Background: an optimization exercise with open tools, aiming at small area, a short achievable clock period and few clock cycles. Do not read the settings as production practice.
The RTL was checked by simulation tests, not by an equivalence proof against the original design.

==> job 2760 <==
## hge_fig
module hge_fig (
    input  wire        clk,
    input  wire        rst,           
    input  wire        start,
    output wire        ready,
    output wire        done,
    input  wire [15:0] in_c_lo,       
    input  wire [15:0] in_c_mid,      
    input  wire [15:0] in_c_hi,       
    input  wire        in_lo_in,      
    input  wire        in_hi_in,      
    input  wire [23:0] in_anum,       
    input  wire [8:0]  in_d,          
    input  wire [7:0]  in_floor16,    
    input  wire [7:0]  in_k16,        
    input  wire [15:0] in_start,      
    input  wire [13:0] in_bin,        
    input  wire [1:0]  in_bw,         
    input  wire [15:0] in_zero,       
    output reg  [5:0]  out_delta16,   
    output reg  [11:0] out_height,
    output reg  [7:0]  out_quality,
    output reg  [27:0] out_range      
);
    reg  [7:1] ph;
    reg        rdy;
    assign ready = rdy;
    assign done  = ph[7];
    wire go = start & rdy;
    always @(posedge clk) begin
        if (rst) begin
            ph  <= 7'd0;
            rdy <= 1'b1;
        end else begin
            ph  <= {ph[6:1], go};
            rdy <= ~(go | (|ph[5:1]));
        end
    end
    reg [15:0] c_lo, c_mid, c_hi;
    reg        lo_in, hi_in;
    reg [23:0] anum;
    reg [8:0]  d;
    reg [7:0]  floor16, k16;
    reg [15:0] t_start;
    reg [13:0] bin;
    reg [1:0]  bw;
    reg [15:0] zero;
    wire idle = ~|ph[6:1];            
    always @(posedge clk) if (idle) begin
        c_lo <= in_c_lo; c_mid <= in_c_mid; c_hi <= in_c_hi;
        lo_in <= in_lo_in; hi_in <= in_hi_in;
        anum <= in_anum; d <= in_d; floor16 <= in_floor16; k16 <= in_k16;
        t_start <= in_start; bin <= in_bin; bw <= in_bw; zero <= in_zero;
    end
  ...
Settings: LEC_CHECK=0, CAP_MARGIN=20, CORE_MARGIN=2, CORE_UTILIZATION=55, PLACE_DENSITY=0.65, SLEW_MARGIN=20; clock period 25.0 ns.
standard.sh (not shown) runs the stock make flow with config.mk's settings and CLKGATE_MAP_FILE= SYNTH_SCRIPT=/design/flow/synth_recipe.tcl, a recipe that flattens the netlist after the stock synthesis.
==> flow/flow/run.sh <==
#!/bin/bash
# The standard layout (standard.sh) with one change: timing repair
# (repair_timing after CTS and after global routing) aims for a setup slack
# of SETUP_SLACK_MARGIN ns at the design's own clock period and
# constraints, so it sizes and buffers the design's long paths instead of
# stopping at zero slack. Synthesis, floorplan, power grid, placement, CTS,
# routing and the SDC are the standard ones.
set -euo pipefail
cd "$(dirname "$0")/.."
bash standard.sh SETUP_SLACK_MARGIN=18 finish > flow_standard.log 2>&1
==> inputs of job 2264, as changes to job 2760 <==
--- a/flow/design.v
+++ b/flow/design.v
@@ -86,19 +86,18 @@
     wire [47:0] sq_s, sq_c;
     hg_sq  u_sq   (.u(m_mid[23:0] ^ {24{mg}}), .g(mg), .s(sq_s), .c(sq_c));
     wire [51:0] dq_s, dq_c;
     hg_dq  u_dq   (.a(kkd), .b(mp), .s(dq_s), .c(dq_c));
     reg  [25:0] tot;
     reg         dneg, tz;
     reg  [29:0] dn;
-    reg  [51:0] da, db;
+    reg  [51:0] dq;
     always @(posedge clk) begin
         tot <= tot_w; dneg <= dneg_w; tz <= (tot_w == 26'd0);
-        da <= ph[2] ? dq_s : da + db;
-        db <= ph[2] ? dq_c : 52'd0;
+        dq <= dq_s + dq_c;
     end
     wire [31:0] de1 = {2'b0, dn} - {3'b0, tot, 3'b0};
     wire [31:0] de2 = {2'b0, dn} - {2'b0, tot, 4'b0};
     wire [31:0] de3 = {2'b0, dn} - {2'b0, tot, 4'b0} - {3'b0, tot, 3'b0};
     wire [31:0] de4 = {2'b0, dn} - {1'b0, tot, 5'b0};
     wire        dg1 = ~de1[31] & ~tz, dg2 = ~de2[31] & ~tz;
     wire        dg3 = ~de3[31] & ~tz, dg4 = ~de4[31] & ~tz;
@@ -170,29 +169,28 @@
     end
     reg  [60:0] qr;
     reg  [59:0] qy;
     reg  [5:0]  qq;
     reg         qsat;
     wire [64:0] rr  = {4'd0, qr};
     wire [64:0] yy  = {5'd0, qy};
-    wire [64:0] xa  = {13'd0, da};
-    wire [64:0] xb  = {13'd0, db};
-    wire [64:0] sa  = (rr << 2) - (yy << 2) - xa - xb;
-    wire [64:0] sb0 = (rr << 4) - (yy << 3) - xa - xb;
-    wire [64:0] sb1 = (rr << 4) - (yy << 4) - (yy << 3) - (xa << 3) - (xb << 3) - xa - xb;
+    wire [64:0] xa  = {13'd0, dq};
+    wire [64:0] sa  = (rr << 2) - (yy << 2) - xa;
+    wire [64:0] sb0 = (rr << 4) - (yy << 3) - xa;
+    wire [64:0] sb1 = (rr << 4) - (yy << 4) - (yy << 3) - (xa << 3) - xa;
     wire ta = ~sa[64];
     wire tb = ta ? ~sb1[64] : ~sb0[64];
     wire [64:0] rn = ta ? (tb ? sb1 : (sa << 2)) : (tb ? sb0 : (rr << 4));
     wire [59:0] y4   = {qy[57:0], 2'b0};
-    wire [59:0] y4d1 = y4 + {8'd0, da} + {8'd0, db};
-    wire [59:0] y4d2 = y4 + {7'd0, da, 1'b0} + {7'd0, db, 1'b0};
-    wire [59:0] y4d3 = y4 + {8'd0, da} + {8'd0, db} + {7'd0, da, 1'b0} + {7'd0, db, 1'b0};
+    wire [59:0] y4d1 = y4 + {8'd0, dq};
+    wire [59:0] y4d2 = y4 + {7'd0, dq, 1'b0};
+    wire [59:0] y4d3 = y4 + {8'd0, dq} + {7'd0, dq, 1'b0};
     wire [59:0] yn   = ({60{ta & tb}} & y4d3) | ({60{ta & ~tb}} & y4d2)
                      | ({60{~ta & tb}} & y4d1) | ({60{~ta & ~tb}} & y4);
-    wire [61:0] sq0  = {1'b0, qr} - {10'd0, da} - {10'd0, db};
+    wire [61:0] sq0  = {1'b0, qr} - {10'd0, dq};
     wire [47:0] msq  = sq_s + sq_c;
     always @(posedge clk) begin
         qr <= ph[2] ? {9'd0, msq, 4'b0} : rn[60:0];
         qy <= ph[2] ? 60'd0 : yn;
         qq <= {qq[3:0], ta, tb};
         if (ph[3]) qsat <= ~sq0[61];
         if (ph[6]) out_quality <= qsat ? 8'd255 : {qq, ta, tb};
==> summary.txt <==
Job 2264 ran to the end with no violations. Job 2760 finished with timing, DRC and antenna clean.
Against job 2760, the hold slack of job 2264 is lower by 12 ps.
In job 2264 the fmax is lower than in job 2760, by 2.3%.
Against job 2760, the first-iteration DRC count of job 2264 is lower by about 13%.
In job 2760 the critical path depth is lower than in job 2264, by 1.
In job 2264 the worst setup slack is lower than in job 2760, by 170 ps.
Testbench counts of job 2760, summed over its fixed seeds: cycles 22,400.
Testbench counts of job 2264, summed over its fixed seeds: cycles 22,400.

port drivers added, routing unchanged:
The results above use ideal ports. As a check the final layouts listed here were re-extracted and re-timed, cells and wires unchanged. Step 1 sets driving cells, clkbuf_16 on the clock port and buf_2 on the other inputs (assumed; they add their load-dependent delay and slew). Step 2 moves the port delays by t, midway between the first and last clock arrival at a register: inputs arrive t later, outputs are due t later. That takes back most of the time a late clock gives input paths. Three values: ideal ports, drivers, drivers and shift; two values: the first two.
| run | shift t [ns] | setup slack, ns | latest minus earliest clock arrival (ns) |
|---|---|---|---|
| job 2760 | 0.979 | 17.849 / 17.849 / 17.849 | 0.052 / 0.051 |
| job 2264 | 0.881 | 17.681 / 17.681 / 17.681 | 0.109 / 0.109 |
After both steps setup and hold are still met in every run listed.
